What follows belongs to an exercise in optimizing a design on an open flow for small area, a short achievable clock period and few clock cycles; a production flow would make more cautious choices. At most, simulation tests tie the RTL to the original design; equivalence was not proved. For runs 5 to 7, only the layout was checked, not whether the RTL still works. No activity file was given, so power comes from the tool's default toggle rates.

<file path="design/flow/flow/run.sh">
#!/bin/bash
# Standard ORFS layout in two calls: synthesis and floorplan with no timing
# repair margin, then placement to the end with timing repair aimed below the
# clock period. Each call's output goes to its own log.
set -euo pipefail
bash standard.sh synth floorplan SETUP_SLACK_MARGIN=0 > orfs_synth_floorplan.log 2>&1
bash standard.sh finish SETUP_SLACK_MARGIN=14.3 "BUFFER_PORTS_ARGS=-buffer_cell sky130_fd_sc_hd__buf_2"  > orfs_place_route.log 2>&1
</file>
<file path="design/flow/standard.sh">
#!/bin/bash
# synth_recipe.tcl (not shown) runs the flow's synth.tcl, then flattens the netlist and writes it again
# the make line also repeats each setting of config.mk as NAME=value (left out here)
make -C /OpenROAD-flow-scripts/flow DESIGN_CONFIG=/design/flow/config.mk WORK_HOME=/design/flow/orfs CLKGATE_MAP_FILE= SYNTH_SCRIPT=/design/flow/synth_recipe.tcl "${@:-finish}"
</file>
<file path="design/flow/config.mk">
export PLATFORM = sky130hd
export DESIGN_NAME = pq_engine
export DESIGN_NICKNAME = pq_engine
export VERILOG_FILES = /design/flow/design.v
export SDC_FILE = /design/flow/constraint.sdc
export NUM_CORES = 8
export LEC_CHECK = 0
export CAP_MARGIN = 20
export CORE_MARGIN = 2
export CORE_UTILIZATION = 60
export SLEW_MARGIN = 20
</file>
<file path="design/flow/constraint.sdc">
create_clock -name core_clock -period 19.0 [get_ports {clk}]
set_input_delay 3.8000 -clock core_clock [delete_from_list [all_inputs] [get_ports {clk}]]
set_output_delay 3.8000 -clock core_clock [all_outputs]
set_load 0.01 [all_outputs]
</file>
<file path="design/flow/design.v">
module pq_engine (
    input  wire         clk,
    input  wire         rst,
    input  wire         cmd_valid,
    output wire         cmd_ready,
    input  wire [4:0]   cmd_k,
    input  wire [4:0]   cmd_x,
    input  wire [4:0]   cmd_y,
    input  wire         cmd_two,
    input  wire         in_valid,
    output wire         in_ready,
    input  wire [127:0] in_data,
    output wire         out_valid,
    input  wire         out_ready,
    output wire [127:0] out_data,
    output wire [4:0]   out_pos
);
    localparam LANES = 16;
    localparam [1:0] S_IDLE = 2'd0,
                     S_LOAD = 2'd1,
                     S_OUT1 = 2'd2,
                     S_OUT2 = 2'd3;
    function [7:0] gf_mul2;
        input [7:0] a;
        begin
            gf_mul2 = {a[6:0], 1'b0} ^ (a[7] ? 8'h1D : 8'h00);
        end
    endfunction
    function [7:0] gf_mul;
        input [7:0] a;
        input [7:0] b;
        integer i;
        reg [7:0] p;
        reg [7:0] t;
        begin
            p = 8'h00;
            t = a;
            for (i = 0; i < 8; i = i + 1) begin
                if (b[i])
                    p = p ^ t;
                t = gf_mul2(t);
            end
            gf_mul = p;
        end
    endfunction
    localparam [255:0] T_GPOW = 256'hc06030180c06038fc9ea75b45a2d984c261387cde8743a1d8040201008040201;
    localparam [255:0] T_GINV = 256'h122448903d7af4f5f7f3fbebcb8b0b162c58b07dfae9cf831b366cd8ad478e01;
    localparam [255:0] T_ZINV = 256'h595789deaaba8e02d2b4e9f26326dc678ac0e48574fba9a0545fed729da7f400;
    reg         cb_v;          
    reg         cb_p;          
    reg         cmd_rdy;
    reg [4:0]   cb_k, cb_x, cb_y;
    reg         cb_two;
    assign cmd_ready = cmd_rdy;
    wire cmd_fire = cmd_valid & cmd_rdy;
    wire [4:0] cb_k1   = cb_k + 5'd1;
    wire       cx_data = (cb_x < cb_k);
    wire [4:0] cb_d    = cb_y - cb_x;
    wire       cb_m0   = (cb_x == 5'd0);
    wire       cb_m1   = cb_two & (cb_y == 5'd1);
    wire       cb_qm   = (cb_x == cb_k1) | (cb_two & (cb_y == cb_k1));
    wire       cb_pm   = (cb_x == cb_k) | (cb_two & (cb_y == cb_k));
    wire       cb_dd   = cx_data & cb_two & (cb_y < cb_k);
    wire       cb_dp   = cx_data & cb_two & (cb_y == cb_k);
    wire       cb_dq   = cx_data & cb_two & (cb_y == cb_k1);
    wire       cb_qa   = (cb_x == cb_k1);
    wire [7:0] cb_gx   = T_GPOW[8*cb_x +: 8];
    wire [7:0] cb_gix  = T_GINV[8*cb_x +: 8];
    wire [7:0] cb_z    = T_ZINV[8*cb_d +: 8];
    reg  [7:0] p_c;
    always @(posedge clk)
        p_c <= cb_dd ? gf_mul(cb_z, cb_gix) : (cb_dp ? cb_gix : 8'h01);
    wire [7:0] l_c   = p_c;
    wire [7:0] l_e   = cb_dq ? cb_gx :
                       cb_dd ? cb_z :
                       (cb_dp | cb_qa) ? 8'h01 : 8'h00;
    wire [7:0] l_c1  = gf_mul2(l_c);
    wire [4:0] l_p0  = cb_m0 ? (cb_m1 ? 5'd2 : 5'd1) : 5'd0;
    wire [7:0] l_cw0 = cb_m0 ? (cb_m1 ? gf_mul2(l_c1) : l_c1) : l_c;
    wire [4:0] l_lp  = cb_qm ? (cb_pm ? cb_k - 5'd1 : cb_k) : cb_k1;
    reg [1:0]   state;
    reg         in_rdy;
    reg [4:0]   opos;          
    reg [4:0]   k_r, x_r, y_r, lp_r;
    reg         two_r;
    reg         sx;            
    reg [4:0]   pos;           
    reg [7:0]   c_r, e_r;
    reg [7:0]   cw;            
    reg         isp_r, isq_r;  
    reg         last_r;        
    reg         first;         
    reg [127:0] acc_a, acc_x;
    assign in_ready  = in_rdy;
    assign out_valid = state[1];
    assign out_data  = acc_a;
    assign out_pos   = opos;
    wire consume  = in_valid & in_rdy;
    wire out_fire = state[1] & out_ready;
    wire shift    = out_fire & (state == S_OUT1) & two_r;
    wire res_done = out_fire & ((state == S_OUT2) | ~two_r);
    wire load_row = cb_p & ((state == S_IDLE) | res_done);
    reg [1:0] state_n;
    always @(*) begin
        state_n = state;
        case (state)
            S_IDLE: if (cb_p) state_n = S_LOAD;
            S_LOAD: if (consume && last_r) state_n = S_OUT1;
            S_OUT1: if (out_ready) state_n = two_r ? S_OUT2 : (cb_p ? S_LOAD : S_IDLE);
            S_OUT2: if (out_ready) state_n = cb_p ? S_LOAD : S_IDLE;
        endcase
    end
    wire cb_v_n = cmd_fire | (cb_v & ~load_row);
    function is_missing;
        input [4:0] p;
        input [4:0] x;
        input [4:0] y;
        input       two;
        begin
            is_missing = (p == x) || (two && (p == y));
        end
    endfunction
    wire [4:0] pos1 = pos + 5'd1;
    wire [4:0] pos2 = pos + 5'd2;
    wire       m1   = is_missing(pos1, x_r, y_r, two_r);
    wire       m2   = is_missing(pos2, x_r, y_r, two_r);
    wire [4:0] pn   = m1 ? (m2 ? pos + 5'd3 : pos2) : pos1;
    wire [7:0] cw1  = gf_mul2(cw);
    wire [7:0] cw2  = gf_mul2(cw1);
    wire [7:0] cwn  = m1 ? (m2 ? gf_mul2(cw2) : cw2) : cw1;
    wire [7:0] w = isq_r ? c_r : (isp_r ? e_r : (cw ^ e_r));
    wire [7:0] wm [0:7];
    assign wm[0] = w;
    genvar gb, gl;
    generate
        for (gb = 1; gb < 8; gb = gb + 1) begin : g_wm
            assign wm[gb] = gf_mul2(wm[gb-1]);
        end
    endgenerate
    wire [127:0] prod;
    generate
        for (gl = 0; gl < LANES; gl = gl + 1) begin : g_lane
            wire [7:0] d = in_data[8*gl +: 8];
            assign prod[8*gl +: 8] =
                ({8{d[0]}} & wm[0]) ^ ({8{d[1]}} & wm[1]) ^
                ({8{d[2]}} & wm[2]) ^ ({8{d[3]}} & wm[3]) ^
                ({8{d[4]}} & wm[4]) ^ ({8{d[5]}} & wm[5]) ^
                ({8{d[6]}} & wm[6]) ^ ({8{d[7]}} & wm[7]);
        end
    endgenerate
    wire         add_a = consume & ~isq_r;
    wire         selx  = consume & last_r & sx;
    wire [127:0] a_f   = (acc_a & {128{~first}}) ^ (in_data & {128{add_a}});
    wire [127:0] x_f   = (acc_x & {128{~first}}) ^ prod;
    always @(posedge clk) begin
        acc_a <= shift ? acc_x : (a_f ^ (x_f & {128{selx}}));
        if (consume)
            acc_x <= x_f;
        if (cmd_fire) begin
            cb_k   <= cmd_k;
            cb_x   <= cmd_x;
            cb_y   <= cmd_y;
            cb_two <= cmd_two;
        end
        if (load_row) begin
            k_r    <= cb_k;
            x_r    <= cb_x;
            y_r    <= cb_y;
            two_r  <= cb_two;
            lp_r   <= l_lp;
            sx     <= cb_qa | cb_dp | cb_dd;
            c_r    <= l_c;
            e_r    <= l_e;
            pos    <= l_p0;
            cw     <= l_cw0;
            isp_r  <= (l_p0 == cb_k);
            isq_r  <= 1'b0;
            last_r <= (l_p0 == l_lp);
            opos   <= cb_x;
        end else begin
            if (consume) begin
                pos    <= pn;
                cw     <= cwn;
                isp_r  <= (pn == k_r);
                isq_r  <= (pn == k_r + 5'd1);
                last_r <= (pn == lp_r);
            end
            if (shift)
                opos <= y_r;
        end
        if (rst) begin
            state   <= S_IDLE;
            cb_v    <= 1'b0;
            cb_p    <= 1'b0;
            cmd_rdy <= 1'b0;
            in_rdy  <= 1'b0;
            first   <= 1'b0;
        end else begin
            state   <= state_n;
            cb_v    <= cb_v_n;
            cb_p    <= cb_v & ~load_row;
            cmd_rdy <= ~cb_v_n;
            in_rdy  <= (state_n == S_LOAD);
            if (load_row)
                first <= 1'b1;
            else if (consume)
                first <= 1'b0;
        end
    end
endmodule
</file>
==> run summary, run 1 <==
* Final setup fails at 0
* Vias in the first global route at 31,000
* CTS tree: yes
* Critical path's largest stage delay at 0.40 ns
* WL per Instance at 23.2 µm
* Reg clk slew, reported paths at 0.06 ns
* R2R depth at 14
* Layout check fault list: capacitance limit, slew limit
* FMAX at 202 MHz
* TritonRoute pass-1 iters at 8
* Reg2Reg Setup Slack at 14.11 ns
* Worst-skew pair later-pin latency at 0.61 ns
* Asr flop ratio synth at 0
* Worst Clk Skew at 0.0281 ns
* Vias per cell at 6.00
* Via count at 34,300
* Final setup TNS at 0 ns
* Post-synthesis cell type count at 82
* CP Capture Point: out_pos[1]
* CP delay by family, top: flip-flops
* Ys flop type: edfxtp_1
* RR Startpoint: isq_r
* Req. time, crit path at 15.20 ns
* Critical R2R Capture: acc_a[110]
* Most frequent cells after synthesis: 1,320 x nand2_1, 1,161 x xnor2_1, 291 x clkbuf_1, 231 x nor2_1, 224 x nand2b_1
* First-pass GRT wire length at 185,000 µm
* Initial core utilization at 0.605
* Worst Path Max Fanout at 1
* Post-Syn Area at 35,600 µm²
* Total power at 0.00500 W
* PD cells at 108 nW/µm²
* CP max-delay cell: edfxtp_1
* CTS max path bufs at 3
* Share of cells above drive strength 1 at 0.254
* Mean Syn Cell Area at 7.66 µm²
* # DRC at 0
* Final Hold Vio Count at 0
* Crit. path cell count at 1
* Root Buffer: clkbuf_16
* Crit-path cells: buf_2
* Status: complete, but fails checks
* Largest net degree at the start of global routing at 101
* Initial antenna violation count at 2
* Finished Core Util at 0.788
* CTS Buf Count at 44
* Final Instance Area at 46,400 µm²
* GRT Residual Overflow at 0
* Min-Delay Path Class: flip-flop to flip-flop
* DP Area at 37,100 µm²
* Critical path launch point type: flip-flop
* Hold buffers post-CTS at 0
* Drt first-iter violations at 3,954
* Min Tclk post-route at 4.95 ns
* Crit end category: output pin
* Final period util at 0.261
* RSZ-0062 raised after global routing: true
* GR Util All Layers at 0.390
* Io pins at 285
* Flop and latch count out of synthesis at 346
* Ys Warns at 1
* CORE AREA at 58,900 µm²
* Post-Syn Instances at 4,649
* Largest area contributor in the netlist: xnor2_1
* Slew Viols, Final at 65
* Fill count at 4,022
* Critical path arrival at 1.15 ns
* Nets at 5,083
* Worst Tran Pin Value at 1.55 ns
* Area contributors post-synth: xnor2_1 29%, edfxtp_1 17%, nand2_1 14%, dfxtp_1 8.1%, nand2b_1 3.9%
* Most common cell in the netlist: nand2_1
* Max-slew headroom at -0.0326
* Peak supply drop at 93.6 µV
* Inst Count DP at 5,381
* Seq/Total Area, Yosys at 0.251
* Top-area cell type share of the netlist area at 0.285
* Buf/Inv on CP at 1
* Post-route insts no fill at 5,708
* CP Class: flip-flop to output pin
* Synth-to-Final Area Change at 30.3%
* Chip Height at 248 µm
* Htree depth at 2
* GP Congestion at 0.900
* Detailed-route wire length at 133,000 µm
* Die area at 61,300 µm²
* EDFF count, synth at 202
* Port bufs at 284
* Max_cap viols at 1
* Sink Count at 346
* Die width at 248 µm
* ANT nets after route at 0
* Post-DP HPWL at 68,900 µm
* Setup crit start: opos[1]
* Leakage at 18.6 nW
* FP Rows at 89
-- cell type report --
class	instances	area (µm²)	area share
antenna	2	5.00	0.000108
clock buffer	61	1260	0.0271
clock inverter	20	193	0.00415
inverter	28	146	0.00315
multi-input combinational	3905	28100	0.605
sequential	346	9190	0.198
tap	773	967	0.0208
timing repair buffer	571	6550	0.141
timing repair inverter	2	17.5	0.000377
-- power by group --
group | switching, W | internal (W) | total, W
combinational | 0.00143 | 0.00152 | 0.00295
sequential | 0.000140 | 0.00105 | 0.00119
clock | 0.000370 | 0.000492 | 0.000862
-- through the flow --
stage	setup WS, ns	hold slack (ns)
detailed placement	12.38	0.426
floorplan	11.96	0.406
global placement	12.46	0.418
global route	13.96	0.444
finish	14.05	0.434
CTS	14.03	0.435
-- cells in the final DEF, fill, tap and decap left out, types with 134 or more instances in the layout --
cell      netlist  layout
nand2b_1      224     224
nor2_1        231     227
xnor2_2         9     178
a21oi_1       199     196
edfxtp_1      202     202
buf_4           7     212
xnor2_1      1161     983
nand2_1      1320    1141
buf_6           2     179
xor2_1        155     134
-- kinds of logic (layout without fill, tap and decap cells) --
logic type,Yosys count,after routing,share of synthesized area
xor gates and xnor gates,1380,1381,0.362
DFF,346,346,0.251
buffers and inverters,405,682,0.0450
muxes,38,38,0.0119
AOI/OAI and AO/OA,503,505,0.0847
and+or+nand+nor,1941,1945,0.232
adders and majority gates,36,36,0.0129
other,0,2,0
-- sequential cells by signal, summed over array words and instances, names as in the netlist, 2 cells and up --
register / flops
p_c: 8
cb_k: 5
lp_r: 5
cb_y: 5
cb_x: 5
cw: 8
e_r: 8
y_r: 5
state: 2
acc_x: 128
x_r: 5
opos: 5
k_r: 5
c_r: 8
acc_a: 128
pos: 5
-- worst min-delay path by stage --
stage                   to  depth (start not counted)   start  slack, ns
floorplan           c_r[6]                          0  p_c[6]       0.41
global placement      cb_p                          2    cb_v       0.42
detailed placement    cb_p                          2    cb_v       0.43
CTS                   cb_p                          2    cb_v       0.43
global route          cb_p                          2    cb_v       0.44
finish                cb_p                          2    cb_v       0.43
-- timing repair --
action,4_1_cts,5_1_grt
gates cloned,21,17
hold endpoints to repair,0,0
setup endpoints to repair,404,347
pin swaps,423,680
gates resized for setup,729,568
setup buffers,98,108
-- layer usage --
layer / part of all wire / global-route usage / vias to the layer above
met2: 0.46 / 0.640 / 2217
li1: - / - / 15300
met4: 0.057 / 0.163 / 2
met5: 0.000098 / 0 / -
met1: 0.37 / 0.507 / 16300
met3: 0.12 / 0.0683 / 520
Testbench counts, summed over its fixed seeds: cycles 8,497.
==> run 2: changes to the inputs <==
--- a/design/flow/flow/run.sh
+++ b/design/flow/flow/run.sh
@@ -6,2 +6,2 @@
 bash standard.sh synth floorplan SETUP_SLACK_MARGIN=0 > orfs_synth_floorplan.log 2>&1
-bash standard.sh finish SETUP_SLACK_MARGIN=14.3 "BUFFER_PORTS_ARGS=-buffer_cell sky130_fd_sc_hd__buf_2"  > orfs_place_route.log 2>&1
+bash standard.sh finish SETUP_SLACK_MARGIN=13.8 "BUFFER_PORTS_ARGS=-buffer_cell sky130_fd_sc_hd__buf_2"  > orfs_place_route.log 2>&1
==> run summary, run 2 <==
* Status: finished clean (was complete, but fails checks)
* GP Congestion at 0.900 (unchanged)
* Crit-path cells: buf_2 -> nand2_1 -> nor2_4 -> buf_12 -> clkbuf_16 -> nand2_1 -> xnor2_1 -> xnor2_1 -> a21oi_1 (was buf_2)
* EDFF count, synth at 202 (unchanged)
* Drt first-iter violations at 2,950 (was 3,954)
* GRT met2 Usage at 0.601 (was 0.640)
* Post-Syn Area at 35,600 µm² (unchanged)
* CORE AREA at 58,900 µm² (unchanged)
* Inst Count DP at 5,381 (unchanged)
* Htree depth at 2 (unchanged)
* FMAX at 195 MHz (was 202 MHz)
* First-pass GRT wire length at 172,000 µm (was 185,000 µm)
* Most common cell in the netlist: nand2_1 (unchanged)
* Req. time, crit path at 19.44 ns (was 15.20 ns)
* Die width at 248 µm (unchanged)
* Detailed-route wire length at 114,000 µm (was 133,000 µm)
* Sink Count at 346 (unchanged)
* Root Buffer: clkbuf_16 (unchanged)
* Final Hold Vio Count at 0 (unchanged)
* Nets at 4,849 (was 5,083)
* Chip Height at 248 µm (unchanged)
* Total power at 0.00433 W (was 0.00500 W)
* Vias per cell at 5.74 (was 6.00)
* DP Area at 37,100 µm² (unchanged)
* Final Instance Area at 38,900 µm² (was 46,400 µm²)
* Seq/Total Area, Yosys at 0.251 (unchanged)
* Most frequent cells after synthesis: 1,320 x nand2_1, 1,161 x xnor2_1, 291 x clkbuf_1, 231 x nor2_1, 224 x nand2b_1 (unchanged)
* Slew Viols, Final at 0 (was 65)
* Max-slew headroom at 0.236 (was -0.0326)
* ANT nets after route at 0 (unchanged)
* Most common cell after layout, fill and taps aside: nand2_1 (unchanged)
* Critical path launch point type: primary input (was flip-flop)
* GR met1 Demand/Resource at 0.473 (was 0.507)
* Peak supply drop at 81.7 µV (was 93.6 µV)
* Area contributors post-synth: xnor2_1 29%, edfxtp_1 17%, nand2_1 14%, dfxtp_1 8.1%, nand2b_1 3.9% (unchanged)
* Min Tclk post-route at 5.13 ns (was 4.95 ns)
* Die area at 61,300 µm² (unchanged)
* Final setup TNS at 0 ns (unchanged)
* Busiest grt layer: met2 (unchanged)
* Leakage at 14.9 nW (was 18.6 nW)
* Critical path's largest stage delay at 0.36 ns (was 0.40 ns)
* Asr flop ratio synth at 0 (unchanged)
* Worst Tran Pin Value at 1.15 ns (was 1.55 ns)
* Post-synthesis cell type count at 82 (unchanged)
* Fill count at 5,230 (was 4,022)
* Vias in the first global route at 29,200 (was 31,000)
* WL per Instance at 20.8 µm (was 23.2 µm)
* Hold buffers post-CTS at 0 (unchanged)
* Synth-to-Final Area Change at 9.28% (was 30.3%)
* Commonest non-fill, non-tap cells in the layout: 1,319 x nand2_1, 1,140 x xnor2_1, 279 x buf_2, 230 x nor2_1, 224 x nand2b_1 (was 1,141 x nand2_1, 983 x xnor2_1, 227 x nor2_1, 224 x nand2b_1, 212 x buf_4)
* Largest area contributor in the netlist: xnor2_1 (unchanged)
* GRT Residual Overflow at 0 (unchanged)
* # DRC at 0 (unchanged)
* CTS max path bufs at 3 (unchanged)
* Reg clk slew, reported paths at 0.06 ns (about the same)
* Io pins at 285 (unchanged)
* Worst-skew pair later-pin latency at 0.61 ns (about the same)
* Mean Syn Cell Area at 7.66 µm² (unchanged)
* Largest net degree at the start of global routing at 101 (unchanged)
* CTS tree: yes (unchanged)
* Crit end category: flip-flop (was output pin)
* GR Util met3 at 0.0569 (was 0.0683)
* CTS Buf Count at 44 (unchanged)
* Ys Warns at 1 (unchanged)
* Initial antenna violation count at 15 (was 2)
* Min-Delay Path Class: flip-flop to flip-flop (unchanged)
* RSZ-0062 raised after global routing: true (unchanged)
* Port bufs at 284 (unchanged)
* Post-DP HPWL at 68,900 µm (unchanged)
* CP Class: primary input to flip-flop (was flip-flop to output pin)
* FP Rows at 89 (unchanged)
* PD cells at 111 nW/µm² (was 108 nW/µm²)
* Worst Clk Skew at 0.0312 ns (was 0.0281 ns)
* Critical path arrival at 5.57 ns (was 1.15 ns)
* Worst Path Max Fanout at 66 (was 1)
* Max_cap viols at 0 (was 1)
* Final period util at 0.270 (was 0.261)
* Post-Syn Instances at 4,649 (unchanged)
* Top-area cell type share of the netlist area at 0.285 (unchanged)
* Worst-case hold slack at 0.434 ns (about the same)
* Via count at 31,500 (was 34,300)
* TritonRoute pass-1 iters at 5 (was 8)
* Largest registers: acc_a (128), acc_x (128) (unchanged)
* Final setup fails at 0 (unchanged)
* Flop and latch count out of synthesis at 346 (unchanged)
* Ys flop type: edfxtp_1 (unchanged)
* GR Util All Layers at 0.361 (was 0.390)
* CP max-delay cell: clkbuf_16 (was edfxtp_1)
* Share of cells above drive strength 1 at 0.106 (was 0.254)
* Initial core utilization at 0.605 (unchanged)
* Post-route insts no fill at 5,481 (was 5,708)
[run 2: changes by cell type in the layout (fill, tap and decap cells not counted), sizes merged]
cell    previous run  this run
and2              15        14
buf              551       336
bufbuf             5         1
bufinv             3         2
clkbuf            76        67
clkinv            13        14
diode              2         9
inv               30        28
o21a              10         9
o21ai            144       143
xnor2           1171      1170
[run 2: report_power, final]
group | total [W] | internal (W) | switching [W]
clock | 0.000858 | 0.000492 | 0.000366
combinational | 0.00234 | 0.00109 | 0.00125
sequential | 0.00112 | 0.00101 | 0.000113
[run 2: logic make-up after synthesis]
| kind of cell | synth area share |
|---|---|
| simple gates | 0.232 |
| xor+xnor | 0.362 |
| compound gates | 0.0847 |
| buf+inv | 0.0450 |
| flops | 0.251 |
| mux | 0.0119 |
| fa+ha+maj | 0.0129 |
[run 2: through the flow]
| step | setup slack, ns | utilization |
|---|---|---|
| after floorplan | 11.96 | - |
| after CTS | 13.84 | 0.657 |
| after global routing | 13.73 | 0.661 |
| final | 13.87 | 0.661 |
| after global placement | 12.46 | 0.630 |
| after detailed placement | 12.38 | 0.630 |
[run 2: repair_timing]
| item | CTS | global route |
|---|---|---|
| setup endpoints to repair | 174 | 98 |
| pin swaps | 2 | 3 |
| cloned | 4 | 1 |
| resized for setup | 18 | 23 |
| buffers inserted | 2 | 2 |
[run 2: path summary, 6_finish.rpt]
path         slack (ns)  startpoint  depth (start not counted)    endpoint
max reg2reg       14.06     cb_x[2]                         15      p_c[5]
max               13.87    in_valid                          9  acc_a[113]
min reg2reg        0.43        cb_v                          2        cb_p
min                0.43        cb_v                          2        cb_p
[run 2: layer usage]
| metal | share of wire | routed length, µm |
|---|---|---|
| met1 | 0.41 | 46900 |
| met2 | 0.47 | 53200 |
| met3 | 0.089 | 10200 |
| met4 | 0.031 | 3550 |
| met5 | 0.00084 | 96 |
[run 2: critical path, delay by kind of cell]
kind / cells / cell delay, ns
buffers and inverters: 3 / 0.78
AND/OR/NAND/NOR: 3 / 0.45
AO/OA/AOI/OAI: 1 / 0.08
XOR/XNOR: 2 / 0.35
[run 2: layout make-up]
| cell class | instances | area, µm² | area share |
|---|---|---|---|
| tap | 773 | 967 | 0.0248 |
| clock inverter | 20 | 193 | 0.00495 |
| timing repair buffer | 343 | 2020 | 0.0519 |
| multi-input combinational | 3901 | 25400 | 0.653 |
| antenna | 9 | 22.5 | 0.000578 |
| inverter | 28 | 111 | 0.00286 |
| clock buffer | 61 | 1260 | 0.0323 |
| sequential | 346 | 8950 | 0.230 |
==> run 3: changes to the inputs <==
--- a/design/flow/flow/run.sh
+++ b/design/flow/flow/run.sh
@@ -6,2 +6,2 @@
 bash standard.sh synth floorplan SETUP_SLACK_MARGIN=0 > orfs_synth_floorplan.log 2>&1
-bash standard.sh finish SETUP_SLACK_MARGIN=13.8 "BUFFER_PORTS_ARGS=-buffer_cell sky130_fd_sc_hd__buf_2"  > orfs_place_route.log 2>&1
+bash standard.sh finish SETUP_SLACK_MARGIN=14.0 "BUFFER_PORTS_ARGS=-buffer_cell sky130_fd_sc_hd__buf_2" TNS_END_PERCENT=5 > orfs_place_route.log 2>&1
==> run summary, run 3 <==
* P_sw at 0.00174 W (was 0.00173 W)
* Mean Syn Cell Area at 7.66 µm² (unchanged)
* Most frequent cells after synthesis: 1,320 x nand2_1, 1,161 x xnor2_1, 291 x clkbuf_1, 231 x nor2_1, 224 x nand2b_1 (unchanged)
* Crit. path cell count at 1 (was 9)
* Critical path arrival at 1.27 ns (was 5.57 ns)
* CP Class: flip-flop to output pin (was primary input to flip-flop)
* Largest net degree at the start of global routing at 101 (unchanged)
* Min-Delay Path Class: flip-flop to flip-flop (unchanged)
* Hold-critical path depth at 2 (unchanged)
* FMAX at 197 MHz (was 195 MHz)
* CTS max path bufs at 3 (unchanged)
* CP delay by family, top: flip-flops (was buffers and inverters)
* GP Congestion at 0.900 (unchanged)
* Via count at 31,600 (was 31,500)
* CTS tree: yes (unchanged)
* Area contributors post-synth: xnor2_1 29%, edfxtp_1 17%, nand2_1 14%, dfxtp_1 8.1%, nand2b_1 3.9% (unchanged)
* Drt first-iter violations at 3,155 (was 2,950)
* Asr flop ratio synth at 0 (unchanged)
* Max_cap viols at 0 (unchanged)
* Critical path's largest stage delay at 0.47 ns (was 0.36 ns)
* Worst Tran Pin Value at 1.22 ns (was 1.15 ns)
* CORE AREA at 58,900 µm² (unchanged)
* Final period util at 0.267 (was 0.270)
* EDFF count, synth at 202 (unchanged)
* First-pass GRT wire length at 173,000 µm (was 172,000 µm)
* GRT Residual Overflow at 0 (unchanged)
* Final setup TNS at 0 ns (unchanged)
* Req. time, crit path at 15.20 ns (was 19.44 ns)
* Ys flop type: edfxtp_1 (unchanged)
* Worst-skew pair later-pin latency at 0.61 ns (about the same)
* Nets at 4,859 (was 4,849)
* TritonRoute pass-1 iters at 6 (was 5)
* Htree depth at 2 (unchanged)
* RR Startpoint: cb_x[0] (was cb_x[2])
* Total power at 0.00437 W (was 0.00433 W)
* ANT nets after route at 0 (unchanged)
* Setup crit start: acc_a[59] (was in_valid)
* Top-area cell type share of the netlist area at 0.285 (unchanged)
* Min Tclk post-route at 5.07 ns (was 5.13 ns)
* Port bufs at 284 (unchanged)
* Status: finished clean (unchanged)
* Cell Int Power at 0.00262 W (was 0.00260 W)
* Worst Path Max Fanout at 2 (was 66)
* Sw Ratio at 0.400 (about the same)
* Post-route insts no fill at 5,493 (was 5,481)
* Reg2Reg Setup Slack at 14.17 ns (was 14.06 ns)
* Most common cell in the netlist: nand2_1 (unchanged)
* Crit-path cells: buf_2 (was buf_2 -> nand2_1 -> nor2_4 -> buf_12 -> clkbuf_16 -> nand2_1 -> xnor2_1 -> xnor2_1 -> a21oi_1)
* Chip Height at 248 µm (unchanged)
* Post-synthesis cell type count at 82 (unchanged)
* Final setup fails at 0 (unchanged)
* Peak supply drop at 81.6 µV (was 81.7 µV)
* Critical R2R Capture: p_c[4] (was p_c[5])
* Max-slew headroom at 0.186 (was 0.236)
* Largest registers: acc_a (128), acc_x (128) (unchanged)
* Synth-to-Final Area Change at 10.6% (was 9.28%)
* Buf/Inv on CP at 1 (was 3)
* Final Hold Vio Count at 0 (unchanged)
* FP Rows at 89 (unchanged)
* Flop and latch count out of synthesis at 346 (unchanged)
* PD cells at 111 nW/µm² (about the same)
* Seq/Total Area, Yosys at 0.251 (unchanged)
* Worst-case hold slack at 0.434 ns (about the same)
* R2R depth at 15 (unchanged)
* Ys Warns at 1 (unchanged)
* CTS Buf Count at 44 (unchanged)
* Part of the power in registers at 0.258 (was 0.260)
* Root Buffer: clkbuf_16 (unchanged)
* Inst Count DP at 5,381 (unchanged)
* Clk pwr share at 0.197 (was 0.198)
* Most common cell after layout, fill and taps aside: nand2_1 (unchanged)
* Hold-critical path endpoint: cb_p (unchanged)
* Initial antenna violation count at 13 (was 15)
* Die width at 248 µm (unchanged)
* Sink Count at 346 (unchanged)
* Vias per cell at 5.75 (was 5.74)
* Worst Clk Skew at 0.0368 ns (was 0.0312 ns)
* GR Util All Layers at 0.363 (was 0.361)
* RSZ-0062 raised after global routing: true (unchanged)
* Fill count at 5,178 (was 5,230)
* Share of cells above drive strength 1 at 0.115 (was 0.106)
* Post-Syn Instances at 4,649 (unchanged)
* Die area at 61,300 µm² (unchanged)
* Min-Delay Startpoint: cb_v (unchanged)
* Post-Syn Area at 35,600 µm² (unchanged)
* WL per Instance at 20.9 µm (was 20.8 µm)
* Hold buffers post-CTS at 0 (unchanged)
* Crit end category: output pin (was flip-flop)
* Detailed-route wire length at 115,000 µm (was 114,000 µm)
* Largest area contributor in the netlist: xnor2_1 (unchanged)
* # DRC at 0 (unchanged)
* Initial core utilization at 0.605 (unchanged)
* Reg clk slew, reported paths at 0.06 ns (about the same)
* Post-DP HPWL at 68,900 µm (unchanged)
* Io pins at 285 (unchanged)
* Critical path launch point type: flip-flop (was primary input)
* CP max-delay cell: dfxtp_1 (was clkbuf_16)
* Commonest non-fill, non-tap cells in the layout: 1,311 x nand2_1, 1,118 x xnor2_1, 259 x buf_2, 229 x nor2_1, 224 x nand2b_1 (was 1,319 x nand2_1, 1,140 x xnor2_1, 279 x buf_2, 230 x nor2_1, 224 x nand2b_1)
* Comb power frac at 0.546 (was 0.542)
* Slew Viols, Final at 0 (unchanged)
* Vias in the first global route at 29,200 (about the same)
* Leakage at 15.2 nW (was 14.9 nW)
## run 3: how the worst max path moves through the flow
stage | end | slack [ns]
finish | out_data[59] | 13.93
global route | acc_a[98] | 13.83
CTS | acc_x[101] | 13.91
detailed placement | acc_a[119] | 12.38
global placement | acc_a[77] | 12.46
floorplan | isq_r | 11.96
## run 3: repair_timing
| item | in CTS | in global routing |
|---|---|---|
| resized for setup | 25 | 97 |
| endpoints found under the hold margin | 0 | 0 |
| pin swaps | 2 | 55 |
| setup buffers | 1 | 11 |
| cloned | 6 | 1 |
| setup endpoints to repair | 219 | 218 |
## run 3: cell families (layout without fill, tap and decap cells)
group | Yosys count | count (layout) | synth area share
compound gates | 503 | 503 | 0.0847
other cells | 0 | 11 | 0
buf+inv | 405 | 462 | 0.0450
mux | 38 | 38 | 0.0119
flops | 346 | 346 | 0.251
fa+ha+maj | 36 | 36 | 0.0129
xor+xnor | 1380 | 1380 | 0.362
simple gates | 1941 | 1944 | 0.232
## run 3: cell type report
class | count | area (µm²) | share of cell area
flip-flops and latches | 346 | 8950 | 0.227
repair buffers | 353 | 2250 | 0.0572
diodes | 11 | 27.5 | 0.000699
well taps | 773 | 967 | 0.0245
clock buffers | 61 | 1260 | 0.0319
multi-input cells | 3901 | 25600 | 0.651
clock inverters | 20 | 193 | 0.00489
inverters | 28 | 120 | 0.00305
## run 3: stage by stage
step                worst slack, ns  utilization  area (µm²)
floorplan                     11.96            -       35600
finish                        13.93        0.669       39400
global route                  13.83        0.669       39400
global placement              12.46        0.630       37100
detailed placement            12.38        0.630       37100
CTS                           13.91        0.659       38800
## run 3: power by group through the flow
stage               clock (W)  sequential (W)  combinational, W
detailed placement          0         0.00114           0.00227
CTS                  0.000864         0.00112           0.00229
floorplan                   0         0.00114           0.00174
global placement            0         0.00114           0.00225
finish               0.000859         0.00112           0.00238
global route         0.000890         0.00113           0.00256
## run 3: routing by layer
layer	up-vias	track usage	part of all wire
li1	14800	-	-
met3	255	0.0547	0.095
met5	-	0	0.00050
met2	1503	0.604	0.47
met1	15000	0.478	0.41
met4	8	0.131	0.033
==> run 4: changes to the inputs <==
==> design/flow/flow/run.sh (replaced) <==
#!/bin/bash
# Standard ORFS layout in two calls: synthesis and floorplan with no timing
# repair margin, then placement to the end with timing repair aimed below the
# clock period. Each call's output goes to its own log.
set -euo pipefail
bash standard.sh synth floorplan SETUP_SLACK_MARGIN=0 REMOVE_ABC_BUFFERS=1 > orfs_synth_floorplan.log 2>&1
bash standard.sh finish SETUP_SLACK_MARGIN=14.0 "BUFFER_PORTS_ARGS=-buffer_cell sky130_fd_sc_hd__buf_1"  > orfs_place_route.log 2>&1
--- a/design/flow/config.mk
+++ b/design/flow/config.mk
@@ -9,3 +9,3 @@
 export CORE_MARGIN = 2
-export CORE_UTILIZATION = 60
+export CORE_UTILIZATION = 70
 export SLEW_MARGIN = 20
==> run summary, run 4 <==
* RSZ-0062 raised after global routing: true (unchanged)
* GRT Residual Overflow at 0 (unchanged)
* Detailed-route wire length at 112,000 µm (was 115,000 µm)
* Crit-path cells: buf_4 -> nand2_1 -> xor2_1 -> xnor2_1 -> xnor3_1 -> xnor2_2 -> nand2_1 -> xnor2_1 -> a21oi_1 (was buf_2)
* Die width at 230 µm (was 248 µm)
* Worst Path Max Fanout at 10 (was 2)
* Via count at 32,500 (was 31,600)
* Flop and latch count out of synthesis at 346 (unchanged)
* Critical path arrival at 5.46 ns (was 1.27 ns)
* Worst-case hold slack at 0.448 ns (was 0.434 ns)
* Initial antenna violation count at 12 (was 13)
* EDFF count, synth at 202 (unchanged)
* Vias in the first global route at 30,100 (was 29,200)
* Chip Height at 230 µm (was 248 µm)
* Most common cell after layout, fill and taps aside: nand2_1 (unchanged)
* # DRC at 0 (unchanged)
* Final setup fails at 0 (unchanged)
* CP max-delay cell: xnor3_1 (was dfxtp_1)
* Peak supply drop at 83.4 µV (was 81.6 µV)
* Most frequent cells after synthesis: 1,320 x nand2_1, 1,161 x xnor2_1, 291 x clkbuf_1, 231 x nor2_1, 224 x nand2b_1 (unchanged)
* Largest area contributor in the netlist: xnor2_1 (unchanged)
* CTS tree: yes (unchanged)
* Largest net degree at the start of global routing at 98 (was 101)
* Area contributors post-synth: xnor2_1 29%, edfxtp_1 17%, nand2_1 14%, dfxtp_1 8.1%, nand2b_1 3.9% (unchanged)
* CTS max path bufs at 3 (unchanged)
* CORE AREA at 50,200 µm² (was 58,900 µm²)
* Max-slew headroom at 0.134 (was 0.186)
* Fill count at 3,699 (was 5,178)
* Final setup TNS at 0 ns (unchanged)
* Min-Delay Path Class: flip-flop to flip-flop (unchanged)
* Final period util at 0.265 (was 0.267)
* Commonest non-fill, non-tap cells in the layout: 1,298 x nand2_1, 1,078 x xnor2_1, 229 x nor2_1, 224 x nand2b_1, 202 x edfxtp_1 (was 1,311 x nand2_1, 1,118 x xnor2_1, 259 x buf_2, 229 x nor2_1, 224 x nand2b_1)
* ANT nets after route at 0 (unchanged)
* Max_cap viols at 0 (unchanged)
* Worst-skew pair later-pin latency at 0.59 ns (was 0.61 ns)
* Largest registers: acc_a (128), acc_x (128) (unchanged)
* Status: finished clean (unchanged)
* Worst Tran Pin Value at 1.30 ns (was 1.22 ns)
* GP Congestion at 0.935 (was 0.900)
* Min Tclk post-route at 5.03 ns (was 5.07 ns)
* Vias per cell at 6.02 (was 5.75)
* Post-Syn Instances at 4,649 (unchanged)
* Nets at 4,869 (was 4,859)
* Drt first-iter violations at 4,045 (was 3,155)
* Ys Warns at 1 (unchanged)
* Critical path's largest stage delay at 0.46 ns (was 0.47 ns)
* Io pins at 285 (unchanged)
* Mean Syn Cell Area at 7.66 µm² (unchanged)
* PD cells at 110 nW/µm² (was 111 nW/µm²)
* Port bufs at 284 (unchanged)
* Share of cells above drive strength 1 at 0.0926 (was 0.115)
* Die area at 52,700 µm² (was 61,300 µm²)
* Htree depth at 2 (unchanged)
* Leakage at 15.0 nW (was 15.2 nW)
* Post-DP HPWL at 65,000 µm (was 68,900 µm)
* Slew Viols, Final at 0 (unchanged)
* Worst Clk Skew at 0.0217 ns (was 0.0368 ns)
* CP Class: primary input to flip-flop (was flip-flop to output pin)
* Post-Syn Area at 35,600 µm² (unchanged)
* Ys flop type: edfxtp_1 (unchanged)
* Initial core utilization at 0.710 (was 0.605)
* Post-synthesis cell type count at 82 (unchanged)
* Most common cell in the netlist: nand2_1 (unchanged)
* Req. time, crit path at 19.43 ns (was 15.20 ns)
* Reg clk slew, reported paths at 0.06 ns (about the same)
* FP Rows at 82 (was 89)
* Critical path launch point type: primary input (was flip-flop)
* Asr flop ratio synth at 0 (unchanged)
* Crit end category: flip-flop (was output pin)
* Top-area cell type share of the netlist area at 0.285 (unchanged)
* GR Util All Layers at 0.408 (was 0.363)
* WL per Instance at 20.8 µm (was 20.9 µm)
* Synth-to-Final Area Change at 11.3% (was 10.6%)
* CTS Buf Count at 43 (was 44)
* FMAX at 199 MHz (was 197 MHz)
* Root Buffer: clkbuf_16 (unchanged)
* First-pass GRT wire length at 170,000 µm (was 173,000 µm)
* Seq/Total Area, Yosys at 0.251 (unchanged)
* TritonRoute pass-1 iters at 7 (was 6)
* Sink Count at 346 (unchanged)
* Final Hold Vio Count at 0 (unchanged)
==> run 4: cell count changes in the layout (fill, tap and decap cells not counted), moves of 4 or more <==
| cell | change |
|---|---|
| buf_2 | -226 |
| clkbuf_2 | +12 |
| nand2_2 | +10 |
| xnor2_2 | +40 |
| xnor2_1 | -40 |
| nand2_1 | -13 |
| dfxtp_2 | +4 |
| buf_4 | +21 |
| dfxtp_1 | -4 |
| buf_1 | +174 |
| clkbuf_4 | +18 |
| clkbuf_8 | -4 |
| buf_6 | +6 |
==> run 4: final timing paths <==
| path | end | slack, ns | start | cells after the start |
|---|---|---|---|---|
| setup reg to reg | acc_a[115] | 14.05 | cw[7] | 14 |
| hold reg to reg | cb_p | 0.45 | cb_v | 2 |
| hold / removal | cb_p | 0.45 | cb_v | 2 |
| setup / recovery | acc_a[123] | 13.97 | in_data[123] | 9 |
==> run 4: kinds of logic (layout without fill, tap and decap cells) <==
| kind of cell | after synthesis | in the layout | share of synthesized area |
|---|---|---|---|
| and+or+nand+nor | 1941 | 1943 | 0.232 |
| xor gates and xnor gates | 1380 | 1380 | 0.362 |
| AOI/OAI and AO/OA | 503 | 503 | 0.0847 |
| buffers and inverters | 405 | 471 | 0.0450 |
| DFF | 346 | 346 | 0.251 |
| muxes | 38 | 38 | 0.0119 |
| adders and majority gates | 36 | 36 | 0.0129 |
| other | 0 | 9 | 0 |
==> run 4: timing repair <==
item,in CTS,in global routing
hold buffers,0,0
hold endpoints to repair,0,0
buffers inserted,3,19
pin swaps,8,151
endpoints found under the setup margin,195,171
gates resized for setup,148,229
cloned,6,2
==> run 4: layer usage <==
| layer | track usage | up-vias | share of wire |
|---|---|---|---|
| met3 | 0.0761 | 474 | 0.12 |
| met1 | 0.516 | 15100 | 0.37 |
| li1 | - | 14800 | - |
| met5 | 0 | - | 0.00043 |
| met2 | 0.652 | 2059 | 0.45 |
| met4 | 0.238 | 8 | 0.061 |
==> run 4: area by class of cell <==
cell class | instances | area, µm² | share of cell area
flip-flops and latches | 346 | 8960 | 0.226
clock inverters | 24 | 209 | 0.00527
diodes | 9 | 22.5 | 0.000568
clock buffers | 54 | 1190 | 0.0300
well taps | 672 | 841 | 0.0212
inverters | 28 | 119 | 0.00300
repair buffers | 365 | 2330 | 0.0587
multi-input cells | 3900 | 26000 | 0.655
==> run 4: report_power, final <==
group	switching [W]	internal (W)
clock	0.000350	0.000485
combinational	0.00129	0.00111
sequential	0.000110	0.00101
==> run 4: per-stage QoR <==
step	instance area (µm²)	cells	worst slack [ns]	power, W	utilization
finish	39700	5398	13.97	0.00435	0.791
global route	39700	5395	13.84	0.00455	0.790
CTS	38500	5368	14.00	0.00421	0.768
detailed placement	36600	5281	12.35	0.00335	0.730
global placement	36600	5281	12.51	0.00331	0.730
floorplan	34100	4272	7.86	0.00283	-
==> run 4: worst max-delay path: cells and delay by family <==
| family | cells | cell delay (ns) |
|---|---|---|
| buf+inv | 1 | 0.16 |
| xor+xnor | 5 | 1.22 |
| simple gates | 2 | 0.18 |
| compound gates | 1 | 0.10 |
==> run 5: changes to the inputs <==
--- a/design/flow/design.v
+++ b/design/flow/design.v
@@ -82,4 +82,3 @@
     reg         in_rdy;
-    reg [4:0]   opos;          
-    reg [4:0]   k_r, x_r, y_r, lp_r;
+    reg [4:0]   k_r, x_r, y_r, lp_r;  
     reg         two_r;
@@ -96,3 +95,3 @@
     assign out_data  = acc_a;
-    assign out_pos   = opos;
+    assign out_pos   = x_r;
     wire consume  = in_valid & in_rdy;
@@ -178,3 +177,2 @@
             last_r <= (l_p0 == l_lp);
-            opos   <= cb_x;
         end else begin
@@ -188,3 +186,3 @@
             if (shift)
-                opos <= y_r;
+                x_r <= y_r;
         end
==> design/flow/flow/run.sh (replaced) <==
#!/bin/bash
# Standard ORFS layout in two calls: synthesis and floorplan with no timing
# repair margin, then placement to the end with timing repair aimed below the
# clock period. Each call's output goes to its own log.
set -euo pipefail
bash standard.sh synth floorplan SETUP_SLACK_MARGIN=0 > orfs_synth_floorplan.log 2>&1
bash standard.sh finish SETUP_SLACK_MARGIN=14.0 "BUFFER_PORTS_ARGS=-buffer_cell sky130_fd_sc_hd__buf_2"  > orfs_place_route.log 2>&1
==> run summary, run 5 <==
* Status: finished clean (unchanged)
* ANT nets after route at 0 (unchanged)
* Register area at 8810 µm² (was 8960 µm²)
* Die width at 229 µm (was 230 µm)
* Critical R2R Capture: acc_a[114] (was acc_a[115])
* Setup crit start: in_data[24] (was in_data[123])
* GR Util All Layers at 0.414 (was 0.408)
* R2R depth at 15 (was 14)
* Critical path launch point type: primary input (unchanged)
* Min-Delay Path Class: flip-flop to flip-flop (unchanged)
* Most frequent cell on the critical path: xnor2_1
* First-pass GRT wire length at 172,000 µm (was 170,000 µm)
* Max_cap viols at 0 (unchanged)
* Area of the multi-input gates at 26,200 µm² (was 26,000 µm²)
* Worst-skew pair later-pin latency at 0.60 ns (was 0.59 ns)
* Seq/Total Area, Yosys at 0.248 (was 0.251)
* Worst Tran Pin Value at 1.23 ns (was 1.30 ns)
* Most common cell after layout, fill and taps aside: nand2_1 (unchanged)
* Initial core utilization at 0.708 (was 0.710)
* Top-area cell type share of the netlist area at 0.274 (was 0.285)
* Sink Count at 341 (was 346)
* Worst Path Max Fanout at 8 (was 10)
* CP max-delay cell: xnor3_1 (unchanged)
* CTS max path bufs at 3 (unchanged)
* Htree depth at 2 (unchanged)
* Buf/Inv on CP at 1 (unchanged)
* CP delay by family, top: XOR/XNOR gates (unchanged)
* Reg2Reg Setup Slack at 14.11 ns (was 14.05 ns)
* Crit. path cell count at 10 (was 9)
* Commonest non-fill, non-tap cells in the layout: 1,309 x nand2_1, 1,013 x xnor2_1, 223 x nor2_1, 211 x buf_2, 203 x nand2b_1 (was 1,298 x nand2_1, 1,078 x xnor2_1, 229 x nor2_1, 224 x nand2b_1, 202 x edfxtp_1)
* EDFF count, synth at 197 (was 202)
* Slew Viols, Final at 0 (unchanged)
* Via count at 33,300 (was 32,500)
* Max-slew headroom at 0.177 (was 0.134)
* # DRC at 0 (unchanged)
* Final Hold Vio Count at 0 (unchanged)
* Most frequent cells after synthesis: 1,330 x nand2_1, 1,111 x xnor2_1, 317 x clkbuf_1, 224 x nor2_1, 206 x nand2b_1 (was 1,320 x nand2_1, 1,161 x xnor2_1, 291 x clkbuf_1, 231 x nor2_1, 224 x nand2b_1)
* Final setup fails at 0 (unchanged)
* Ys Warns at 1 (unchanged)
* Die area at 52,500 µm² (was 52,700 µm²)
* Io pins at 285 (unchanged)
* Vias per cell at 6.14 (was 6.02)
* Detailed-route wire length at 116,000 µm (was 112,000 µm)
* Port bufs at 284 (unchanged)
* RR Startpoint: cw[6] (was cw[7])
* Chip Height at 229 µm (was 230 µm)
* Worst Clk Skew at 0.0204 ns (was 0.0217 ns)
* GRT Residual Overflow at 0 (unchanged)
* CP Class: primary input to flip-flop (unchanged)
* Asr flop ratio synth at 0 (unchanged)
* Share of cells above drive strength 1 at 0.137 (was 0.0926)
* Nets at 4,895 (was 4,869)
* Req. time, crit path at 19.45 ns (was 19.43 ns)
* CP Capture Point: acc_a[27] (was acc_a[123])
* FMAX at 198 MHz (was 199 MHz)
* Vias in the first global route at 30,900 (was 30,100)
* Post-Syn Area at 35,500 µm² (was 35,600 µm²)
* Most common cell in the netlist: nand2_1 (unchanged)
* Drt first-iter violations at 4,323 (was 4,045)
* Mean Syn Cell Area at 7.62 µm² (was 7.66 µm²)
* Ys flop type: edfxtp_1 (unchanged)
* Post-DP HPWL at 66,800 µm (was 65,000 µm)
* Largest net degree at the start of global routing at 196 (was 98)
* Final setup TNS at 0 ns (unchanged)
* Critical path arrival at 5.49 ns (was 5.46 ns)
* Initial antenna violation count at 16 (was 12)
* Synth-to-Final Area Change at 13.8% (was 11.3%)
* Crit end category: flip-flop (unchanged)
* Final period util at 0.265 (about the same)
* Area contributors post-synth: xnor2_1 27%, edfxtp_1 17%, nand2_1 14%, dfxtp_1 8.1%, xor2_1 4.8% (was xnor2_1 29%, edfxtp_1 17%, nand2_1 14%, dfxtp_1 8.1%, nand2b_1 3.9%)
* Min Tclk post-route at 5.04 ns (was 5.03 ns)
* Crit-path cells: buf_12 -> nand2_4 -> xnor2_2 -> xnor2_1 -> xnor2_1 -> xnor3_1 -> xnor2_2 -> nand2_1 -> xnor2_1 -> a21oi_1 (was buf_4 -> nand2_1 -> xor2_1 -> xnor2_1 -> xnor3_1 -> xnor2_2 -> nand2_1 -> xnor2_1 -> a21oi_1)
* Peak supply drop at 117 µV (was 83.4 µV)
* Critical path's largest stage delay at 0.45 ns (was 0.46 ns)
* TritonRoute pass-1 iters at 6 (was 7)
* CTS Buf Count at 41 (was 43)
* Post-synthesis cell type count at 90 (was 82)
* CORE AREA at 50,100 µm² (was 50,200 µm²)
* Flop and latch count out of synthesis at 341 (was 346)
* WL per Instance at 21.4 µm (was 20.8 µm)
* CTS tree: yes (unchanged)
* Root Buffer: clkbuf_16 (unchanged)
* PD cells at 111 nW/µm² (was 110 nW/µm²)
* Leakage at 15.9 nW (was 15.0 nW)
* Post-Syn Instances at 4,651 (was 4,649)
* RSZ-0062 raised after global routing: true (unchanged)
* Fill count at 3,528 (was 3,699)
* Reg clk slew, reported paths at 0.06 ns (about the same)
* Largest registers: acc_a (128), acc_x (128) (unchanged)
* GP Congestion at 0.934 (was 0.935)
* FP Rows at 82 (unchanged)
* Largest area contributor in the netlist: xnor2_1 (unchanged)
* Total power at 0.00450 W (was 0.00435 W)
==> run 5: final cells by class <==
class / instances / share of cell area
repair buffers: 390 / 0.0705
diodes: 7 / 0.000434
well taps: 672 / 0.0208
flip-flops and latches: 341 / 0.218
multi-input cells: 3906 / 0.650
inverters: 30 / 0.00347
clock buffers: 59 / 0.0291
clock inverters: 17 / 0.00744
==> run 5: cell families (layout without fill, tap and decap cells) <==
logic type,Yosys count,count (layout),synth area share
AO/OA/AOI/OAI,497,498,0.0860
XOR/XNOR,1372,1374,0.363
adder cells (fa/ha/maj),36,36,0.0129
buffers and inverters,409,496,0.0449
flip-flops,341,341,0.248
multiplexers,24,24,0.00755
other,0,7,0
AND/OR/NAND/NOR,1972,1974,0.237
==> run 5: how the worst min path moves through the flow <==
stage / startpoint / endpoint / slack (ns) / depth (start not counted)
2_1_floorplan: p_c[6] / c_r[6] / 0.41 / 0
3_3_place_gp: cb_v / cb_p / 0.44 / 2
3_5_place_dp: cb_v / cb_p / 0.43 / 2
4_1_cts: cb_v / cb_p / 0.44 / 2
5_1_grt: cb_y[0] / y_r[0] / 0.47 / 0
6_report: cb_v / cb_p / 0.44 / 2
==> run 5: layer usage <==
layer  up-vias  wire, µm  GRT usage
met2      2312     51100      0.665
met5         -       106          0
met4        16      7080      0.218
met3       531     15400     0.0833
met1     15500     42300      0.526
li1      14900         -          -
==> run 5: stage by stage <==
stage               setup WS [ns]  instances  area [µm²]  utilization  hold WS [ns]
finish                      13.96       5422       40400        0.806         0.437
global placement            12.45       5280       36900        0.736         0.439
floorplan                   11.96       4651       35500            -         0.406
CTS                         13.94       5372       38800        0.774         0.437
detailed placement          12.33       5280       36900        0.736         0.435
global route                13.89       5419       40400        0.806         0.472
==> run 5: worst reg2reg max path: cells and delay by family, from the launching register on <==
family,cells,cell delay (ns)
xor gates and xnor gates,6,1.68
buffers and inverters,4,1.61
DFF,1,0.58
and+or+nand+nor,3,0.52
AOI/OAI and AO/OA,2,0.34
==> run 5: timing repair <==
action / in CTS / in global routing
setup endpoints to repair: 304 / 131
setup buffers: 11 / 36
gates cloned: 5 / 7
resized for setup: 65 / 274
pin swaps: 4 / 232
hold buffers: 0 / 0
==> run 5: report_power, final <==
group | leakage (nW) | switching, W | internal (W) | total [W]
clock network | 0.714 | 0.000348 | 0.000541 | 0.000889
logic | 12.2 | 0.00131 | 0.00118 | 0.00250
registers | 2.98 | 0.000115 | 0.000998 | 0.00111
==> run 6: changes to the inputs <==
--- a/design/flow/config.mk
+++ b/design/flow/config.mk
@@ -10,2 +10,4 @@
 export CORE_UTILIZATION = 70
+export CTS_CLUSTER_DIAMETER = 100
+export CTS_CLUSTER_SIZE = 20
 export SLEW_MARGIN = 20
==> run summary, run 6 <==
* Status: finished clean (unchanged)
* Slew Viols, Final at 0 (unchanged)
* Htree depth at 1 (was 2)
* Post-Syn Area at 35,500 µm² (unchanged)
* RR Startpoint: cw[5] (was cw[6])
* EDFF count, synth at 197 (unchanged)
* Largest net degree at the start of global routing at 196 (unchanged)
* RSZ-0062 raised after global routing: true (unchanged)
* Most common cell after layout, fill and taps aside: nand2_1 (unchanged)
* Reg2Reg Setup Slack at 14.12 ns (was 14.11 ns)
* Ys Warns at 1 (unchanged)
* Most frequent cell on the critical path: xnor2_1 (unchanged)
* Req. time, crit path at 19.44 ns (was 19.45 ns)
* Critical path arrival at 5.46 ns (was 5.49 ns)
* Fill count at 3,735 (was 3,528)
* Final setup fails at 0 (unchanged)
* FP Rows at 82 (unchanged)
* Crit end category: flip-flop (unchanged)
* WL per Instance at 21.1 µm (was 21.4 µm)
* Total power at 0.00413 W (was 0.00450 W)
* CP Capture Point: acc_a[102] (was acc_a[27])
* Post-Syn Instances at 4,651 (unchanged)
* Hold buffers post-CTS at 0 (unchanged)
* Final Hold Vio Count at 0 (unchanged)
* Max_cap viols at 0 (unchanged)
* Hold-critical path depth at 2 (unchanged)
* Post-synthesis cell type count at 90 (unchanged)
* Vias per cell at 6.13 (was 6.14)
* GR Util All Layers at 0.407 (was 0.414)
* First-pass GRT wire length at 171,000 µm (was 172,000 µm)
* Port bufs at 284 (unchanged)
* CP Class: primary input to flip-flop (unchanged)
* Detailed-route wire length at 114,000 µm (was 116,000 µm)
* Ys flop type: edfxtp_1 (unchanged)
* CTS Buf Count at 22 (was 41)
* Peak supply drop at 74.9 µV (was 117 µV)
* Max-slew headroom at 0.204 (was 0.177)
* Worst Clk Skew at 0.0312 ns (was 0.0204 ns)
* Post-DP HPWL at 66,800 µm (unchanged)
* Most common cell in the netlist: nand2_1 (unchanged)
* ANT nets after route at 0 (unchanged)
* Final worst slack at 13.98 ns (was 13.96 ns)
* Die area at 52,500 µm² (unchanged)
* Largest area contributor in the netlist: xnor2_1 (unchanged)
* Final period util at 0.264 (was 0.265)
* # DRC at 0 (unchanged)
* Reg clk slew, reported paths at 0.08 ns (was 0.06 ns)
* Io pins at 285 (unchanged)
* Worst-skew pair later-pin latency at 0.58 ns (was 0.60 ns)
* CP delay by family, top: XOR/XNOR gates (unchanged)
* Drt first-iter violations at 3,976 (was 4,323)
* Crit. path cell count at 10 (unchanged)
* Critical path launch point type: primary input (unchanged)
* Final setup TNS at 0 ns (unchanged)
* Worst Path Max Fanout at 9 (was 8)
* GP Congestion at 0.934 (unchanged)
* Sink Count at 341 (unchanged)
* CTS max path bufs at 3 (unchanged)
* Min Tclk post-route at 5.02 ns (was 5.04 ns)
* Most frequent cells after synthesis: 1,330 x nand2_1, 1,111 x xnor2_1, 317 x clkbuf_1, 224 x nor2_1, 206 x nand2b_1 (unchanged)
* CORE AREA at 50,100 µm² (unchanged)
* Area contributors post-synth: xnor2_1 27%, edfxtp_1 17%, nand2_1 14%, dfxtp_1 8.1%, xor2_1 4.8% (unchanged)
* Initial antenna violation count at 10 (was 16)
* Seq/Total Area, Yosys at 0.248 (unchanged)
* Initial core utilization at 0.708 (unchanged)
* FMAX at 199 MHz (was 198 MHz)
* Nets at 4,877 (was 4,895)
* GRT Residual Overflow at 0 (unchanged)
* Via count at 33,000 (was 33,300)
* Die width at 229 µm (unchanged)
* Share of cells above drive strength 1 at 0.129 (was 0.137)
* Setup crit start: in_data[98] (was in_data[24])
* Critical R2R Capture: acc_a[108] (was acc_a[114])
* Mean Syn Cell Area at 7.62 µm² (unchanged)
* TritonRoute pass-1 iters at 8 (was 6)
* Crit-path cells: buf_8 -> nand2_1 -> xor2_1 -> xnor2_1 -> xor2_1 -> xnor2_1 -> xnor2_1 -> nand2_1 -> xnor2_1 -> a21oi_1 (was buf_12 -> nand2_4 -> xnor2_2 -> xnor2_1 -> xnor2_1 -> xnor3_1 -> xnor2_2 -> nand2_1 -> xnor2_1 -> a21oi_1)
* Vias in the first global route at 30,600 (was 30,900)
* Root Buffer: clkbuf_16 (unchanged)
* Synth-to-Final Area Change at 11.4% (was 13.8%)
* Dpl ws at 12.33 ns (unchanged)
* Leakage at 15.5 nW (was 15.9 nW)
* Top-area cell type share of the netlist area at 0.274 (unchanged)
* Min-Delay Path Class: flip-flop to flip-flop (unchanged)
* Chip Height at 229 µm (unchanged)
* Commonest non-fill, non-tap cells in the layout: 1,304 x nand2_1, 1,023 x xnor2_1, 223 x nor2_1, 213 x buf_2, 203 x nand2b_1 (was 1,309 x nand2_1, 1,013 x xnor2_1, 223 x nor2_1, 211 x buf_2, 203 x nand2b_1)
* PD cells at 105 nW/µm² (was 111 nW/µm²)
* Critical path's largest stage delay at 0.30 ns (was 0.45 ns)
* CTS tree: yes (unchanged)
* Largest registers: acc_a (128), acc_x (128) (unchanged)
* Worst Tran Pin Value at 1.19 ns (was 1.23 ns)
* R2R depth at 16 (was 15)
* CP max-delay cell: xnor2_1 (was xnor3_1)
* Flop and latch count out of synthesis at 341 (unchanged)
* Asr flop ratio synth at 0 (unchanged)
* Buf/Inv on CP at 1 (unchanged)
[run 6: cell counts after synthesis]
Identical to the previous run, type by type.
[run 6: final cells by class]
| class | count | area [µm²] | share of cell area |
|---|---|---|---|
| multi-input combinational | 3906 | 26200 | 0.662 |
| tap | 672 | 841 | 0.0213 |
| sequential | 341 | 8810 | 0.223 |
| timing repair buffer | 391 | 2830 | 0.0715 |
| clock buffer | 35 | 642 | 0.0163 |
| antenna | 4 | 10.0 | 0.000253 |
| clock inverter | 4 | 63.8 | 0.00162 |
| inverter | 30 | 140 | 0.00355 |
[run 6: per-layer routing]
metal,track usage,wire (µm),part of all wire,vias to the layer above
li1,-,-,-,14800
met1,0.525,42500,0.37,15500
met2,0.658,50600,0.45,2198
met3,0.0776,14000,0.12,473
met4,0.198,6410,0.056,14
met5,0,96,0.00085,-
[run 6: worst min-delay path: stages, from the launching register on]
cell and delay [ns]:
dfxtp_1 0.32, nand2_1 0.06, nor2_1 0.03
[run 6: repair_timing]
item / CTS / global route
endpoints found under the setup margin: 295 / 137
cloned: 5 / 5
pin swaps: 8 / 220
buffers inserted: 9 / 41
hold endpoints to repair: 0 / 0
resized for setup: 60 / 269
[run 6: power by group]
part | internal (W) | total [W] | switching (W) | leakage, nW
clock network | 0.000252 | 0.000543 | 0.000291 | 0.339
registers | 0.000996 | 0.00111 | 0.000115 | 2.98
logic | 0.00118 | 0.00247 | 0.00130 | 12.2
total | 0.00242 | 0.00413 | 0.00170 | 15.5
[run 6: worst min-delay path by stage]
stage	from	end	slack (ns)
after floorplan	p_c[6]	c_r[6]	0.41
after global placement	cb_v	cb_p	0.44
after detailed placement	cb_v	cb_p	0.43
after CTS	cb_v	cb_p	0.45
after global routing	cb_y[0]	y_r[0]	0.47
final	cb_v	cb_p	0.45
[run 6: kinds of logic after synthesis]
group / Yosys count / synth area share
muxes: 24 / 0.00755
and+or+nand+nor: 1972 / 0.237
xor gates and xnor gates: 1372 / 0.363
AOI/OAI and AO/OA: 497 / 0.0860
adders and majority gates: 36 / 0.0129
DFF: 341 / 0.248
buffers and inverters: 409 / 0.0449
[run 6: per-stage QoR]
stage          cells  instance area (µm²)  utilization  hold WS [ns]
2_1_floorplan   4651                35500            -         0.406
3_3_place_gp    5280                36900        0.736         0.439
3_5_place_dp    5280                36900        0.736         0.435
4_1_cts         5333                38000        0.758         0.447
5_1_grt         5380                39500        0.789         0.470
6_report        5383                39500        0.789         0.450
==> run 7: changes to the inputs <==
--- a/design/flow/design.v
+++ b/design/flow/design.v
@@ -84,2 +84,3 @@
     reg         two_r;
+    reg         sh_r;          
     reg         sx;            
@@ -98,3 +99,3 @@
     wire out_fire = state[1] & out_ready;
-    wire shift    = out_fire & (state == S_OUT1) & two_r;
+    wire shift    = out_ready & sh_r;
     wire res_done = out_fire & ((state == S_OUT2) | ~two_r);
@@ -142,7 +143,13 @@
             wire [7:0] d = in_data[8*gl +: 8];
-            assign prod[8*gl +: 8] =
-                ({8{d[0]}} & wm[0]) ^ ({8{d[1]}} & wm[1]) ^
-                ({8{d[2]}} & wm[2]) ^ ({8{d[3]}} & wm[3]) ^
-                ({8{d[4]}} & wm[4]) ^ ({8{d[5]}} & wm[5]) ^
-                ({8{d[6]}} & wm[6]) ^ ({8{d[7]}} & wm[7]);
+            genvar gj;
+            for (gj = 0; gj < 8; gj = gj + 1) begin : g_bit
+                wire t0, t1, t2, t3, u0, u1;
+                pq_and_xor2 i_t0 (.a0(d[0]), .b0(wm[0][gj]), .a1(d[1]), .b1(wm[1][gj]), .y(t0));
+                pq_and_xor2 i_t1 (.a0(d[2]), .b0(wm[2][gj]), .a1(d[3]), .b1(wm[3][gj]), .y(t1));
+                pq_and_xor2 i_t2 (.a0(d[4]), .b0(wm[4][gj]), .a1(d[5]), .b1(wm[5][gj]), .y(t2));
+                pq_and_xor2 i_t3 (.a0(d[6]), .b0(wm[6][gj]), .a1(d[7]), .b1(wm[7][gj]), .y(t3));
+                pq_xor2 i_u0 (.a(t0), .b(t1), .y(u0));
+                pq_xor2 i_u1 (.a(t2), .b(t3), .y(u1));
+                pq_xor2 i_p  (.a(u0), .b(u1), .y(prod[8*gl + gj]));
+            end
         end
@@ -190,2 +197,3 @@
             state   <= S_IDLE;
+            sh_r    <= 1'b0;
             cb_v    <= 1'b0;
@@ -197,2 +205,3 @@
             state   <= state_n;
+            sh_r    <= (state_n == S_OUT1) & two_r;
             cb_v    <= cb_v_n;
@@ -208 +217,17 @@
 endmodule
+module pq_and_xor2 (
+    input  wire a0,
+    input  wire b0,
+    input  wire a1,
+    input  wire b1,
+    output wire y
+);
+    assign y = (a0 & b0) ^ (a1 & b1);
+endmodule
+module pq_xor2 (
+    input  wire a,
+    input  wire b,
+    output wire y
+);
+    assign y = a ^ b;
+endmodule
--- a/design/flow/config.mk
+++ b/design/flow/config.mk
@@ -13 +13,2 @@
 export SLEW_MARGIN = 20
+export SYNTH_HIERARCHICAL = 1
==> run summary, run 7 <==
* Worst-skew pair later-pin latency at 0.58 ns (about the same)
* Die width at 225 µm (was 229 µm)
* Synth-to-Final Area Change at 12.5% (was 11.4%)
* CP Capture Point: acc_a[82] (was acc_a[102])
* Detailed-route wire length at 102,000 µm (was 114,000 µm)
* Sink Count at 342 (was 341)
* Largest registers: acc_a (128), acc_x (128) (unchanged)
* Max-slew headroom at 0.211 (was 0.204)
* CP Class: primary input to flip-flop (unchanged)
* Asr flop ratio synth at 0 (unchanged)
* Min Tclk post-route at 5.11 ns (was 5.02 ns)
* Crit-path cells: buf_8 -> nand2_2 -> xor2_2 -> xor2_1 -> xor2_1 -> xnor2_1 -> nand3_1 -> xnor2_2 -> o21ai_2 (was buf_8 -> nand2_1 -> xor2_1 -> xnor2_1 -> xor2_1 -> xnor2_1 -> xnor2_1 -> nand2_1 -> xnor2_1 -> a21oi_1)
* RSZ-0062 raised after global routing: true (unchanged)
* PD cells at 122 nW/µm² (was 105 nW/µm²)
* Reg clk slew, reported paths at 0.09 ns (was 0.08 ns)
* Status: finished clean (unchanged)
* Largest area contributor in the netlist: xor2_1 (was xnor2_1)
* Nets at 4,851 (was 4,877)
* Commonest non-fill, non-tap cells in the layout: 1,338 x nand2_1, 912 x xor2_1, 485 x xnor2_1, 268 x nand2b_1, 197 x edfxtp_1 (was 1,304 x nand2_1, 1,023 x xnor2_1, 223 x nor2_1, 213 x buf_2, 203 x nand2b_1)
* Register area at 8820 µm² (was 8810 µm²)
* RR Startpoint: cw[5] (unchanged)
* Seq/Total Area, Yosys at 0.258 (was 0.248)
* Critical path's largest stage delay at 0.35 ns (was 0.30 ns)
* Final period util at 0.269 (was 0.264)
* Largest net degree at the start of global routing at 258 (was 196)
* Worst Path Max Fanout at 9 (unchanged)
* Vias in the first global route at 29,300 (was 30,600)
* Most common cell in the netlist: nand2_1 (unchanged)
* Hold buffers post-CTS at 0 (unchanged)
* Root Buffer: clkbuf_16 (unchanged)
* Top-area cell type share of the netlist area at 0.241 (was 0.274)
* Via count at 31,500 (was 33,000)
* Mean Syn Cell Area at 7.73 µm² (was 7.62 µm²)
* Initial antenna violation count at 4 (was 10)
-- run 7: report_power, final --
| part | switching, W | internal [W] | total, W | leakage [nW] |
|---|---|---|---|---|
| Combinational | 0.00172 | 0.00129 | 0.00301 | 12.0 |
| Sequential | 0.000117 | 0.00105 | 0.00117 | 2.99 |
| Clock | 0.000269 | 0.000235 | 0.000504 | 0.305 |
| Total | 0.00211 | 0.00257 | 0.00468 | 15.3 |
-- run 7: stage by stage --
step	total power, W	hold slack [ns]	cells	utilization	setup WS, ns
final	0.00468	0.437	5307	0.791	13.89
after global routing	0.00495	0.484	5302	0.791	13.89
after CTS	0.00448	0.437	5261	0.763	13.84
after detailed placement	0.00395	0.424	5218	0.745	12.71
after global placement	0.00390	0.420	5218	0.745	12.82
after floorplan	0.00328	0.406	4429	-	9.35
-- run 7: layer usage --
| metal | vias to the layer above | share of wire | track usage |
|---|---|---|---|
| li1 | 14700 | - | - |
| met1 | 14900 | 0.40 | 0.506 |
| met2 | 1671 | 0.46 | 0.621 |
| met3 | 320 | 0.098 | 0.0584 |
| met4 | 4 | 0.041 | 0.164 |
| met5 | - | 0.00023 | 0 |
-- run 7: cell type report --
type	count	area share
Antenna cell	6	0.000390
Timing Repair Buffer	376	0.0743
Clock buffer	31	0.0146
Sequential cell	342	0.229
Clock inverter	5	0.00198
Inverter	44	0.00523
Tap cell	622	0.0202
Multi-Input combinational cell	3881	0.654
-- run 7: cells by family after synthesis --
kind of cell	after synthesis	share of synthesized area
buffers and inverters	208	0.0259
and+or+nand+nor	1980	0.251
xor gates and xnor gates	1456	0.377
DFF	342	0.258
AOI/OAI and AO/OA	379	0.0669
adders and majority gates	36	0.0134
muxes	28	0.00826
-- run 7: how the worst min path moves through the flow --
stage            from      to  slack [ns]  depth (start not counted)
6_report         cb_v    cb_p        0.44                          2
2_1_floorplan  p_c[6]  c_r[6]        0.41                          0
4_1_cts          cb_v    cb_p        0.44                          2
3_5_place_dp     cb_v    cb_p        0.42                          2
3_3_place_gp     cb_v    cb_p        0.42                          2
5_1_grt          cb_v    cb_p        0.48                          2
-- run 7: tightest hold or removal path: cells and delay by family (launching register included) --
family | cells | cell delay (ns)
flops | 1 | 0.32
simple gates | 2 | 0.08
-- run 7: Yosys stat by module, one instance, submodules excluded --
module	cells inside	area (µm²)	copies in the design	flops+latches
pq_and_xor2	3	16.3	512	0
pq_engine	2509	22500	1	342
pq_xor2	1	8.76	384	0
-- run 7: what timing repair did --
action,CTS,global route
setup endpoints to repair,233,195
pin swaps,10,243
gates cloned,0,6
resized for setup,39,338
setup buffers,7,34

Check on run 7: ideal ports give 13.890 ns setup slack; a clkbuf_16 on the clock port and buf_2 on the inputs give 13.862 ns; moving port delays by the midpoint clock arrival (0.625 ns) as well gives 13.238 ns.
